This is an optimization exercise on Yosys and OpenROAD, whose aim is small area, not a production implementation.
Function was checked by simulation only, so behaviour that the tests miss may differ from the original.
Power figures rest on the tool's default switching activity, not on a simulated workload.

==> flow/design.v, too long to show whole: its modules and the start of the top module <==
// module bp_exec: 524 lines
// module bp_mul: 755 lines
module bp_exec (
    input  wire         clk,
    input  wire         rst,           
    input  wire         in_valid,
    input  wire [127:0] in_insn,
    input  wire [15:0]  in_opa,        
    input  wire [15:0]  in_opb,        
    input  wire [15:0]  in_opc,        
    input  wire [15:0]  in_opd,        
    output reg          out_valid,
    output reg          out_we,        
    output reg  [15:0]  out_data,
    output reg          out_ext,       
    output reg          out_lat3,      
    output reg          out_heavy,     
    output reg          out_illegal,   
    output reg          out_format,    
    output reg          out_tap,       
    output reg          out_chk,       
    output reg  [3:0]   out_rd,        
    output reg  [3:0]   out_rdbit      
);
  // ...
==> flow/run.sh <==
#!/bin/bash
# synth_recipe.tcl (not shown) runs the flow's synth.tcl, then flattens the netlist and writes it again
# the make line also repeats each setting of config.mk as NAME=value (left out here)
make -C /OpenROAD-flow-scripts/flow DESIGN_CONFIG=/design/flow/config.mk WORK_HOME=/design/flow/orfs CLKGATE_MAP_FILE= SYNTH_SCRIPT=/design/flow/synth_recipe.tcl finish
==> flow/config.mk <==
export PLATFORM = sky130hd
export DESIGN_NAME = bp_exec
export DESIGN_NICKNAME = bp_exec
export VERILOG_FILES = /design/flow/design.v
export SDC_FILE = /design/flow/constraint.sdc
export NUM_CORES = 4
export LEC_CHECK = 0
export CAP_MARGIN = 20
export CORE_MARGIN = 2
export CORE_UTILIZATION = 40
export SLEW_MARGIN = 20
==> flow/constraint.sdc <==
create_clock -name core_clock -period 18.0 [get_ports {clk}]
set_input_delay 3.6000 -clock core_clock [delete_from_list [all_inputs] [get_ports {clk}]]
set_output_delay 3.6000 -clock core_clock [all_outputs]
set_load 0.01 [all_outputs]
==> summary.txt, run 1 <==
setup repair after global routing missed its margin: false
period utilization: 91.2%
most frequent cells in the layout: nand2_1 (316), inv_1 (269), fa_1 (243)
highest signal layer in the routed design: met5
power share of the clock group: 7.7%
stages on the worst setup path: 46
Root Driver: clkbuf_16
WL per Instance: 30.1 um
Non-clk bufs: 312
sequential power: 201 uW
static leakage: 0.00971 uW
status: no timing/DRC/antenna violations
latest clock arrival within the worst-skew pair: 380 ps
total count of max-transition violations in the final report: 0
Setup CP Type: input port to flip-flop
power per cell area: 107 nW/um^2
Final setup violation count: 0
wire length on met2: 43600 um
complex-gate fraction of the synthesized area: 21.7%
main area contributors after synthesis: fa_1 (24%), dfxtp_1 (6.6%), nand2_1 (5.9%)
IO Pins: 228
Net Count, Synth: 3102
number of standard-cell rows in the floorplan: 82
R2R Path Start: s1_valid$_SDFF_PP0_
slowest stage cell, crit path: clkdlybuf4s50_1
total of warnings raised by yosys: 1
==> run 2, diff against run 1 <==
==> flow/flow/run.sh (new file) <==
#!/bin/bash
# Own layout flow: the standard ORFS flow (standard.sh) with
#  - synthesis by flow/synth.tcl (standard synthesis, area-oriented mapping),
#  - port buffers of the smallest buffer cell (every port still buffered).
# The whole make output goes to flow_make.log; ORFS's per-step logs stay in
# orfs/logs.
set -euo pipefail
W=$(pwd)
bash standard.sh "SYNTH_SCRIPT=$W/flow/synth.tcl" \
    "BUFFER_PORTS_ARGS=-buffer_cell sky130_fd_sc_hd__buf_1" \
    finish > "$W/flow_make.log" 2>&1
==> flow/flow/area.abc (new file) <==
strash
&get -n
&deepsyn -T 60
&put
dc2
dch -f
amap -F 2 -A 8
topo
==> flow/flow/synth.tcl (new file) <==
set my_dir [file dirname [file normalize [info script]]]
proc synth {args} { yosys synth -nofsm -noshare -noabc {*}$args }
proc abc {args} {
  global my_dir
  set i [lsearch -exact $args -script]
  if {$i >= 0} { set args [lreplace $args [expr {$i+1}] [expr {$i+1}] $my_dir/area.abc] }
  yosys abc {*}$args
}
source $::env(SCRIPTS_DIR)/synth.tcl
# left out here: clear keep_hierarchy, flatten, clean up, hide names made inside functions, write 1_2_yosys.v
==> flow/standard.sh (new file) <==
#!/bin/bash
# synth_recipe.tcl (not shown) runs the flow's synth.tcl, then flattens the netlist and writes it again
# the make line also repeats each setting of config.mk as NAME=value (left out here)
make -C /OpenROAD-flow-scripts/flow DESIGN_CONFIG=/design/flow/config.mk WORK_HOME=/design/flow/orfs CLKGATE_MAP_FILE= SYNTH_SCRIPT=/design/flow/synth_recipe.tcl "${@:-finish}"
removed: flow/run.sh
==> run 2 against run 1 <==
Against the previous run:
- still clean
- worst setup slack worse by 1200 ps
- first-iteration DRC count up 14%
- sequential share of layout area up 1.4 points
- critical path depth down 9
- count of clock-buffer cells in the layout unchanged
- routed wire length down 1.9%
- largest cell class unchanged
- largest power group unchanged
==> summary.txt, run 2 <==
final critical-path required period: 17620 ps (was 16420 ps)
worst hold path depth: 0 (unchanged)
cell count after placement: 2938 (was 3364)
Layout Area Growth over Synthesis: 19.0% (was 15.7%)
Root Driver: clkbuf_16 (unchanged)
overall die area: 40700 um^2 (was 52100 um^2)
Initial Utilization: 40.5% (was 40.3%)
main area contributors after synthesis: fa_1 (31%), nor2_1 (12%), dfxtp_1 (8.4%) (was fa_1 (24%), dfxtp_1 (6.6%), nand2_1 (5.9%))
Max Buffers Root-to-Sink: 2 (unchanged)
global router's overall resource usage: 48.2% (was 38.5%)
startpoint kind of the worst setup timing path: input port (unchanged)
most frequent cells in the layout: nor2_1 (510), fa_1 (230), buf_1 (221) (was nand2_1 (316), inv_1 (269), fa_1 (243))
max capacitance violation total: 0 (unchanged)
input/output buffers: 227 (unchanged)
IO Pins: 228 (unchanged)
worst r2r dst: out_valid$_SDFF_PP0_ (unchanged)
number of cells on the worst reg-to-reg path: 1 (unchanged)
Final Hold Fails: 0 (unchanged)
number of buffers inserted during clock tree synthesis: 9 (unchanged)
largest area contributor in the synthesized netlist: fa_1 (unchanged)
number of standard-cell rows in the floorplan: 72 (was 82)
layout cell share with drive strength beyond 1: 7.67% (was 6.79%)
arrival time reported for the critical path endpoint: 17870 ps (was 16670 ps)
post-route setup slack: 378 ps (was 1580 ps)
Pre-antenna DRT Iters: 9 (was 6)
latest clock arrival within the worst-skew pair: 360 ps (was 380 ps)
antenna violations before repair: 3 (was 8)
Num Clock Sinks: 66 (unchanged)
clock slew seen by the registers of the worst setup and hold paths: 60 ps (about the same)
wire length of the first global-routing pass: 142000 um (was 149000 um)
TritonCTS clock tree: yes (unchanged)
total of warnings raised by yosys: 1 (unchanged)
starting DRC count in detailed routing: 3195 (was 2813)
most common cell after layout, fill and taps aside: nor2_1 (was nand2_1)
setup repair after global routing missed its margin: false (unchanged)
number of buffers inserted for hold repair after clock tree synthesis: 0 (unchanged)
setup clock skew after layout: 9.96 ps (was 21.0 ps)
slowest stage cell, crit path: fa_1 (was clkdlybuf4s50_1)
type of element capturing the critical path: flip-flop (unchanged)
most used flip-flop cell after synthesis: dfxtp_1 (unchanged)
# DRC: 0 (unchanged)
Required @ worst endpoint: 18250 ps (about the same)
number of H-tree levels: 3 (unchanged)
total number of nets in the final design: 2938 (was 3202)
Net Count, Synth: 2561 (was 3102)
Post-Synthesis Mean Instance Area: 7.61 um^2 (was 7.73 um^2)
vias in the first global route: 20307 (was 21937)
post-synth top area share: 31.1% (was 24.2%)
static leakage: 0.00698 uW (was 0.00971 uW)
global placement routability congestion: 1.09 (was 1.04)
cell with the most instances on the worst path: fa_1 (unchanged)
routed vias: 20724 (was 22207)
status: no timing/DRC/antenna violations (unchanged)
Final HPWL DP: 77700 um (was 76100 um)
vertical die dimension: 202 um (was 228 um)
core region area: 38600 um^2 (was 49900 um^2)
fraction of synthesis flops using an asynchronous set or reset pin: 0% (unchanged)
number of instances in the synthesized netlist: 2056 (was 2603)
post-route core utilization: 48.2% (was 46.7%)
registers with the most flip-flops: out_data x16, s1_data x16 (unchanged)
most frequent cells after synthesis: nor2_1 (512), fa_1 (243), o22ai_1 (196) (was nand2_1 (316), inv_1 (269), fa_1 (243))
R2R Path Start: s1_valid$_SDFF_PP0_ (unchanged)
Yosys cell types: 49 (was 98)
#FFs+latches synth: 66 (unchanged)
Mapped Area: 15600 um^2 (was 20100 um^2)
total count of max-transition violations in the final report: 0 (unchanged)
Worst Path Max Fanout: 6 (was 20)
terminating pin of the worst hold path: out_data[6]$_DFF_P_ (was out_ext$_DFF_P_)
Antenna Violating Nets Remaining: 0 (unchanged)
worst hold path type: flip-flop to flip-flop (unchanged)
sequential share of the synthesized area: 8.44% (was 6.57%)
highest clock frequency the design can meet: 56.7 MHz (was 60.9 MHz)
WL final: 100000 um (was 102000 um)
worst hold slack: 324 ps (was 325 ps)
final cell count without fillers: 2957 (was 3388)
DIE WIDTH: 202 um (was 228 um)
worst setup slack for register-to-register paths: 17490 ps (about the same)
startpoint of the most critical hold path: s1_data[6]$_SDFF_PP0_ (was s1_ext$_DFF_P_)
pre-CTS WS: -934 ps (was 1270 ps)
headroom to the max-slew limit: 18.5% (was 30.2%)
number of flops mapped to enable cells by yosys: 0 (unchanged)
highest ir drop seen on vdd: 0.282 mV (was 0.199 mV)
number of vias per cell: 7.01 (was 6.55)
period utilization: 97.9% (was 91.2%)
WL per Instance: 33.8 um (was 30.1 um)
power per cell area: 124 nW/um^2 (was 107 nW/um^2)
largest net degree at the start of global routing: 31 (was 65)
Setup CP Type: input port to flip-flop (unchanged)
leftover overflow at the end of global routing: 0 (unchanged)
most common cell in the netlist: nor2_1 (was nand2_1)
longest individual stage delay on the worst path: 520 ps (was 930 ps)
Final setup violation count: 0 (unchanged)
Slew @ Worst Pin: 1220 ps (was 1050 ps)
==> run 2: changes by cell type after synthesis, moves of 45 or more <==
cell / previous run / this run
inv_1: 269 / 0
mux2i_1: 79 / 0
clkbuf_1: 176 / 0
clkinv_1: 3 / 178
nand2_1: 316 / 132
xnor2_1: 89 / 0
o22ai_1: 24 / 196
o221ai_1: 15 / 60
and2_1: 180 / 0
nor2_1: 130 / 512
==> run 2: worst max path at each step <==
| stage | start | to | slack [ps] | cells past startpoint |
|---|---|---|---|---|
| 2_1_floorplan | in_opb[2] | s1_data[15]$_SDFF_PP0_ | 6 | 36 |
| 3_3_place_gp | in_opb[0] | s1_data[15]$_SDFF_PP0_ | -790 | 38 |
| 3_5_place_dp | in_opb[0] | s1_data[15]$_SDFF_PP0_ | -930 | 37 |
| 4_1_cts | in_opb[2] | s1_data[15]$_SDFF_PP0_ | 7 | 37 |
| 5_1_grt | in_opb[1] | s1_data[14]$_SDFF_PP0_ | 9 | 37 |
| 6_report | in_opb[2] | s1_data[15]$_SDFF_PP0_ | 380 | 37 |
==> run 2: repair_timing <==
item | CTS | global route
resized for setup | 10 | 18
setup buffers | 1 | 1
endpoints found under the setup margin | 3 | 3
pin swaps | 1 | 1
==> run 2: cell families (layout without fill, tap and decap cells) <==
group                      count (synthesis)  count (layout)  share of synthesized area (%)
DFF                                       66              66                           8.44
other                                      0               1                              0
adders and majority gates                310             310                           36.4
xor gates and xnor gates                   2               2                          0.112
AOI/OAI and AO/OA                        697             697                           29.6
and+or+nand+nor                          803             803                           21.2
buffers and inverters                    178             560                           4.27
==> run 2: report_power, final <==
part | internal (uW) | total [uW] | switching, uW
combinational | 752 | 1910 | 1150
sequential | 190 | 203 | 13.0
clock | 135 | 204 | 69.4
total | 1080 | 2310 | 1240
==> run 2: per-layer routing <==
layer / share of wire (%) / vias to the layer above / track usage (%)
met3: 15 / 539 / 17.3
li1: - / 8399 / -
met1: 35 / 9838 / 59.0
met4: 9.1 / 4 / 34.4
met5: 0.027 / - / 0
met2: 41 / 1944 / 70.4
==> run 2: final cells by class <==
cell class / instances / area (um^2)
Multi-Input combinational cell: 1812 / 13700
Fill cell: 3943 / 20000
Sequential cell: 66 / 1320
Tap cell: 518 / 648
Antenna cell: 1 / 2.50
Inverter: 178 / 697
Timing Repair Buffer: 366 / 1900
Clock buffer: 9 / 225
Clock inverter: 7 / 118
==> run 2: per-stage QoR <==
stage                     setup TNS, ps  instance area [um^2]  total power, uW
after floorplan                       0                 15700             1220
after global placement            -2020                 18200             1930
after detailed placement          -2410                 18200             1960
after CTS                             0                 18600             2180
after global routing                  0                 18600             2400
final                                 0                 18600             2310
==> run 2: critical path: cells and delay by family <==
| family | cells | cell delay (ps) |
|---|---|---|
| AO/OA/AOI/OAI | 2 | 270 |
| AND/OR/NAND/NOR | 4 | 590 |
| buffers and inverters | 2 | 430 |
| adder cells (fa/ha/maj) | 29 | 12980 |

[port drivers added, routing unchanged]
The results above use ideal ports. As a check the final layouts listed here were re-extracted and re-timed, cells and wires unchanged. Step 1: set_driving_cell puts a clkbuf_16 on clk and a buf_2 on each other input, an assumption about the parent block. Step 2 times the ports against the registers' clock, not the clock port: input delays grow and output delays shrink by t, the midpoint of the rising clock arrivals with the driver on. Slacks: ideal ports / drivers / drivers and shift; pairs: ideal ports / drivers.
run | t, ns | setup slack, ns | worst setup path after step 2 | slew at the worst register clock pin (ns) | worst data-port slew with drivers (ns)
run 1 | 0.417 | 1.584 / 1.604 / 1.187 | input to register | 0.08 / 0.08 | 0.20
run 2 | 0.391 | 0.378 / 0.391 / 0.001 | input to register | 0.06 / 0.06 | 0.06
After both steps setup and hold are still met in every run listed. For run 1, which loses most, drivers alone change the setup slack by +0.020 ns; drivers and shift together by -0.397 ns.
